This design comes from an exercise in tuning for small area, a short achievable clock period and few clock cycles per item on the open sky130 flow, not from production work. Only simulation tests tie the RTL to the original design; equivalence was not proved.

==> run a <==
==> flow/design.v (excerpt) <==
module cp2_tally (
    input  wire         clk,
    input  wire         rst,
    input  wire         in_valid,
    output reg          in_ready,
    input  wire         in_meter,
    input  wire [255:0] in_rec,
    input  wire [63:0]  in_len,
    input  wire [1:0]   in_colour,
    input  wire [59:0]  in_now,
    output reg          out_valid,
    input  wire         out_ready,
    output reg  [255:0] out_rec,
    output reg  [1:0]   out_colour,
    output reg          out_bad
);
    reg          meter;
    reg  [255:0] rec;
    reg  [63:0]  len;
    reg  [1:0]   colour;
    reg  [59:0]  now;
    reg  [23:0]  dlo;        
    always @(posedge clk) begin
        if (acc) begin
        meter  <= in_meter;
        rec    <= in_rec;
        len    <= in_len;
        colour <= in_colour;
        now    <= in_now;
        dlo    <= in_now[23:0] - in_rec[215:192];
        end
    end
    wire [31:0] cir   = rec[31:0];
    wire [31:0] pir   = rec[63:32];
    wire [31:0] cbs   = rec[95:64];
    wire [31:0] pbs   = rec[127:96];
    wire [31:0] tc    = rec[159:128];
  ...
Settings: LEC_CHECK=0, CAP_MARGIN=20, CORE_MARGIN=2, CORE_UTILIZATION=55, SLEW_MARGIN=20; clock period 22.0 ns.
standard.sh (not shown) runs the stock make flow with config.mk's settings and CLKGATE_MAP_FILE= SYNTH_SCRIPT=/design/flow/synth_recipe.tcl, a recipe that flattens the netlist after the stock synthesis.
==> flow/flow/run.sh <==
#!/bin/bash
# The standard layout, with timing repair aiming at a setup slack of 14 ns
# instead of 0 (the clock period and constraints are unchanged).
set -euo pipefail
bash standard.sh SETUP_SLACK_MARGIN=14 finish > layout.log 2>&1
==> inputs of run b, as changes to run a <==
==> flow/flow/run.sh (replaced) <==
#!/bin/bash
# The standard layout, with timing repair aiming at a setup slack of 15 ns
# instead of 0 (the clock period and constraints are unchanged).
set -euo pipefail
bash standard.sh SETUP_SLACK_MARGIN=15 finish > layout.log 2>&1
Settings changed: CORE_UTILIZATION 55 to 40.
==> impl_results.md <==
- WL final: between 400000 and 500000 microns
- #MultiIn Comb: about 8700
- Status: timing/DRC/antenna clean
- NonClk Buf Share: between 10% and 20%
- HPWL Detailed: approximately 340000 microns
- Max Freq: about 120 MHz
- Initial Utilization: between 40 and 50%
- Post-CTS Setup Repair Bufs: just over 400
- Critical-path top delay cell: fa_1
- Top Family by Delay on Critical Path: buffers and inverters
- Die width: around 530 microns
- Placed cells: about 15000
- Buffers excl. clock: 1422
- First-pass GRT wire length: 684000 microns
- Critical Path AT: around 9.0 ns
[end of results for run b]
==> impl_results.md <==
- #MultiIn Comb: roughly 8700
- Post-CTS Setup Repair Bufs: between 150 and 200
- Initial Utilization: between 50 and 60%
- WL final: ~450000 microns
- Status: timing/DRC/antenna clean
- Die width: roughly 450 microns
- Buffers excl. clock: between 1000 and 1500
- Clk pin slew, worst setup/hold paths: 0.06 ns
- HPWL Detailed: about 330000 microns
- Drt first pass iters: 9
- Critical Path AT: roughly 9.2 ns
- Critical-path top delay cell: o41ai_4
- Top Family by Delay on Critical Path: compound AO/OA/AOI/OAI gates
- N_diodes: 40
- First-pass GRT wire length: about 650000 microns
- Gr ovfl total: 0
- NonClk Buf Share: a little under a tenth
[end of results for run a]
Testbench counts of run a, summed over its fixed seeds: cycles 10,409, items 3,200.
Testbench counts of run b, summed over its fixed seeds: cycles 10,409, items 3,200.


==> ember: inputs <==
cp2_tally, a different RTL version from the one above (not shown whole).
Settings: LEC_CHECK=0, CAP_MARGIN=20, CORE_MARGIN=2, CORE_UTILIZATION=40, SLEW_MARGIN=20; clock period 22.0 ns.
run.sh (not shown) runs the stock make flow with config.mk's settings and CLKGATE_MAP_FILE= SYNTH_SCRIPT=/design/flow/synth_recipe.tcl, a recipe that flattens the netlist after the stock synthesis.
Stock flow here: none of the scripts above is used.
==> raven: changes against ember <==
--- a/flow/design.v
+++ b/flow/design.v
@@ -2081,30 +2081,25 @@
     wire        zc    = late | satc;
     wire        zp    = late | satp;
     wire        a_c   = a_c0 & ~zc;
     wire        a_p   = a_p0 & ~zp;
     wire [35:0] qcm   = zc ? {1'b0, ~late, 34'd0} : qc;
     wire [35:0] qpm   = zp ? {1'b0, ~late, 34'd0} : qp;
     wire [1:0]  icm   = zc ? 2'd0 : ic;
     wire [1:0]  ipm   = zp ? 2'd0 : ip;
-    wire [63:0] pk_sum = {1'b0, rec[62:0]} + 64'd1;
-    wire [64:0] by_sum = {1'b0, rec[127:64]} + {1'b0, len};
+    wire [127:0] crec  = hv ? rec[127:0] : in_rec[127:0];
+    wire [63:0]  clen  = hv ? len : in_len;
+    wire [63:0] pk_sum = {1'b0, crec[62:0]} + 64'd1;
+    wire [64:0] by_sum = {1'b0, crec[127:64]} + {1'b0, clen};
     wire        pk_sat = pk_sum[63];
     wire        by_sat = by_sum[64];
     wire [62:0] pk_new = pk_sat ? {63{1'b1}} : pk_sum[62:0];
     wire [63:0] by_new = by_sat ? {64{1'b1}} : by_sum[63:0];
-    wire        sat_new = rec[63] | pk_sat | by_sat;
-    wire [63:0] ipk_sum = {1'b0, in_rec[62:0]} + 64'd1;
-    wire [64:0] iby_sum = {1'b0, in_rec[127:64]} + {1'b0, in_len};
-    wire        ipk_sat = ipk_sum[63];
-    wire        iby_sat = iby_sum[64];
-    wire [62:0] ipk_new = ipk_sat ? {63{1'b1}} : ipk_sum[62:0];
-    wire [63:0] iby_new = iby_sat ? {64{1'b1}} : iby_sum[63:0];
-    wire        isat_new = in_rec[63] | ipk_sat | iby_sat;
+    wire        sat_new = crec[63] | pk_sat | by_sat;
     wire        cin_green  = (colour == 2'd0);
     wire        cin_yellow = (colour == 2'd1);
     wire        cin_red    = colour[1];
     wire        len_hi     = |len[63:32];
     wire [31:0] len_lo     = len[31:0];
     wire [35:0] wq    = tr ? qpm : qcm;
     wire [1:0]  wi    = tr ? ipm : icm;
     wire [31:0] wb    = tr ? 32'd0 : tc;
@@ -2453,17 +2448,17 @@
             end else begin
                 out_rec    <= {1'b0, aware, mode, now, tp_new, tc_new,
                                pbs, cbs, pir, cir};
                 out_colour <= col_new;
                 out_bad    <= 1'b0;
             end
         end else if (direct) begin
             if (!in_meter) begin
-                out_rec    <= {128'd0, iby_new, isat_new, ipk_new};
+                out_rec    <= {128'd0, by_new, sat_new, pk_new};
                 out_colour <= 2'd0;
                 out_bad    <= 1'b0;
             end else begin
                 out_rec    <= in_rec;
                 out_colour <= 2'd0;
                 out_bad    <= 1'b1;
             end
         end
==> flow/flow/run.sh (new file) <==
#!/bin/bash
# The standard layout, with timing repair aiming at a setup slack of 13 ns
# instead of 0 (the clock period and constraints are unchanged).
set -euo pipefail
bash standard.sh SETUP_SLACK_MARGIN=13 finish > layout.log 2>&1
==> flow/standard.sh (new file) <==
#!/bin/bash
# synth_recipe.tcl (not shown) runs the flow's synth.tcl, then flattens the netlist and writes it again
# the make line also repeats each setting of config.mk as NAME=value (left out here)
make -C /OpenROAD-flow-scripts/flow DESIGN_CONFIG=/design/flow/config.mk WORK_HOME=/design/flow/orfs CLKGATE_MAP_FILE= SYNTH_SCRIPT=/design/flow/synth_recipe.tcl "${@:-finish}"
removed: flow/run.sh
==> reports/summary.log <==
INFO  critical_path  critical_path.reg2reg.startpoint=rp[5]
INFO  sta            fin_ws=11.46ns
INFO  cells_and_area layout_common_cells=1245 x inv_1, 965 x ha_1, 944 x nand2_1
INFO  floorplan      well_tap_count=3705
INFO  cells_and_area nonClkBufAreaFrac=6.31%
INFO  run_status     status=complete, no violations
INFO  yosys          netlist.area_leader.share=23.6%
INFO  yosys          simple_gate_share_of_the_synthesized_area=12.5%
INFO  worst_hold_path whs_endpoint=l[10]
INFO  cts            tritoncts.num_buffers=145
INFO  cells_and_area antenna_cells=20
INFO  sta            clock.fmax=0.0949GHz
INFO  cells_and_area multi_input_combinational_area_share=57.3%
INFO  cells_and_area nonClockInverterCount=1256
[end of results for ember]
==> reports/summary.log <==
INFO  run_status     status=complete, no violations
INFO  sta            fin_ws=13.13ns
INFO  cells_and_area nonClockInverterCount=1261
INFO  critical_path  critical_path.reg2reg.startpoint=my[11]
INFO  floorplan      well_tap_count=3570
INFO  cells_and_area multi_input_combinational_area_share=56.7%
INFO  yosys          simple_gate_share_of_the_synthesized_area=11.2%
INFO  yosys          netlist.area_leader.share=24.0%
INFO  cts            tritoncts.num_buffers=143
INFO  cells_and_area nonClkBufAreaFrac=6.75%
INFO  cells_and_area antenna_cells=36
INFO  cells_and_area layout_common_cells=1241 x inv_1, 898 x ha_1, 875 x edfxtp_1
INFO  worst_hold_path whs_endpoint=satp
[end of results for raven]
Testbench counts of ember, summed over its fixed seeds: cycles 10,409, items 3,200.
Testbench counts of raven, summed over its fixed seeds: cycles 10,409, items 3,200.


==> harbor: inputs <==
Starting RTL as in the previous note.
==> flow/config.mk <==
export PLATFORM = sky130hd
export DESIGN_NAME = cp2_tally
export DESIGN_NICKNAME = cp2_tally
export VERILOG_FILES = /design/flow/design.v
export SDC_FILE = /design/flow/constraint.sdc
export NUM_CORES = 4
export LEC_CHECK = 0
export CAP_MARGIN = 20
export CORE_MARGIN = 2
export CORE_UTILIZATION = 40
export SLEW_MARGIN = 20
==> flow/constraint.sdc <==
create_clock -name core_clock -period 22.0 [get_ports {clk}]
set_input_delay 4.4000 -clock core_clock [delete_from_list [all_inputs] [get_ports {clk}]]
set_output_delay 4.4000 -clock core_clock [all_outputs]
set_load 0.01 [all_outputs]
standard.sh (not shown) runs the stock make flow with config.mk's settings and CLKGATE_MAP_FILE= SYNTH_SCRIPT=/design/flow/synth_recipe.tcl, a recipe that flattens the netlist after the stock synthesis.
==> flow/flow/run.sh <==
#!/bin/bash
# The standard layout, with timing repair aiming at a setup slack of 14 ns
# instead of 0 (the clock period and constraints are unchanged).
set -euo pipefail
bash standard.sh SETUP_SLACK_MARGIN=14 finish > layout.log 2>&1
==> umber (differences from harbor) <==
--- a/flow/design.v
+++ b/flow/design.v
@@ -2081,30 +2081,25 @@
     wire        zc    = late | satc;
     wire        zp    = late | satp;
     wire        a_c   = a_c0 & ~zc;
     wire        a_p   = a_p0 & ~zp;
     wire [35:0] qcm   = zc ? {1'b0, ~late, 34'd0} : qc;
     wire [35:0] qpm   = zp ? {1'b0, ~late, 34'd0} : qp;
     wire [1:0]  icm   = zc ? 2'd0 : ic;
     wire [1:0]  ipm   = zp ? 2'd0 : ip;
-    wire [63:0] pk_sum = {1'b0, rec[62:0]} + 64'd1;
-    wire [64:0] by_sum = {1'b0, rec[127:64]} + {1'b0, len};
+    wire [127:0] crec  = hv ? rec[127:0] : in_rec[127:0];
+    wire [63:0]  clen  = hv ? len : in_len;
+    wire [63:0] pk_sum = {1'b0, crec[62:0]} + 64'd1;
+    wire [64:0] by_sum = {1'b0, crec[127:64]} + {1'b0, clen};
     wire        pk_sat = pk_sum[63];
     wire        by_sat = by_sum[64];
     wire [62:0] pk_new = pk_sat ? {63{1'b1}} : pk_sum[62:0];
     wire [63:0] by_new = by_sat ? {64{1'b1}} : by_sum[63:0];
-    wire        sat_new = rec[63] | pk_sat | by_sat;
-    wire [63:0] ipk_sum = {1'b0, in_rec[62:0]} + 64'd1;
-    wire [64:0] iby_sum = {1'b0, in_rec[127:64]} + {1'b0, in_len};
-    wire        ipk_sat = ipk_sum[63];
-    wire        iby_sat = iby_sum[64];
-    wire [62:0] ipk_new = ipk_sat ? {63{1'b1}} : ipk_sum[62:0];
-    wire [63:0] iby_new = iby_sat ? {64{1'b1}} : iby_sum[63:0];
-    wire        isat_new = in_rec[63] | ipk_sat | iby_sat;
+    wire        sat_new = crec[63] | pk_sat | by_sat;
     wire        cin_green  = (colour == 2'd0);
     wire        cin_yellow = (colour == 2'd1);
     wire        cin_red    = colour[1];
     wire        len_hi     = |len[63:32];
     wire [31:0] len_lo     = len[31:0];
     wire [35:0] wq    = tr ? qpm : qcm;
     wire [1:0]  wi    = tr ? ipm : icm;
     wire [31:0] wb    = tr ? 32'd0 : tc;
@@ -2453,17 +2448,17 @@
             end else begin
                 out_rec    <= {1'b0, aware, mode, now, tp_new, tc_new,
                                pbs, cbs, pir, cir};
                 out_colour <= col_new;
                 out_bad    <= 1'b0;
             end
         end else if (direct) begin
             if (!in_meter) begin
-                out_rec    <= {128'd0, iby_new, isat_new, ipk_new};
+                out_rec    <= {128'd0, by_new, sat_new, pk_new};
                 out_colour <= 2'd0;
                 out_bad    <= 1'b0;
             end else begin
                 out_rec    <= in_rec;
                 out_colour <= 2'd0;
                 out_bad    <= 1'b1;
             end
         end
==> notes <==
Synthesized cell count: umber is smaller than harbor (4.0%).
Between harbor and umber, the lower cell area is in umber (gap about 2.7%, measured against umber).
Maximum frequency is about the same in umber and harbor.
Testbench counts of harbor, summed over its fixed seeds: cycles 10,409, items 3,200.
Testbench counts of umber, summed over its fixed seeds: cycles 10,409, items 3,200.

-- static timing again, ports no longer ideal --
No port has a modelled driver above. Below, the same layouts with a new extraction and two added sets of constraints. Step 1 assumes that a clkbuf_16 drives the clock port and a buf_2 every other input. Step 2 also shifts input and output timing later by t, the mid clock arrival at the registers, as if the neighbouring blocks saw the same clock. Slacks: ideal ports / drivers / drivers and shift; pairs: ideal ports / drivers.
| run | t, ns | slack for setup (ns) | slew at the worst register clock pin (ns) | worst data-port slew with drivers (ns) | cell pins on the clock port's net |
|---|---|---|---|---|---|
| run a | 0.915 | 13.538 / 13.584 / 12.669 | 0.08 / 0.08 | 0.24 | 1 |
| run b | 0.947 | 13.610 / 13.610 / 12.820 | 0.08 / 0.08 | 0.23 | 1 |
| ember | 0.940 | 11.464 / 11.552 / 10.612 | 0.09 / 0.09 | 0.24 | 1 |
| raven | 0.924 | 13.126 / 13.159 / 12.273 | 0.07 / 0.07 | 0.22 | 1 |
| harbor | 0.932 | 13.734 / 13.734 / 13.113 | 0.07 / 0.07 | 0.18 | 1 |
| umber | 0.933 | 13.719 / 13.781 / 12.848 | 0.07 / 0.07 | 0.24 | 1 |
After both steps setup and hold are still met in every run listed. The setup slack of umber, which loses most, moves by +0.062 ns with the drivers and by -0.871 ns with both steps.
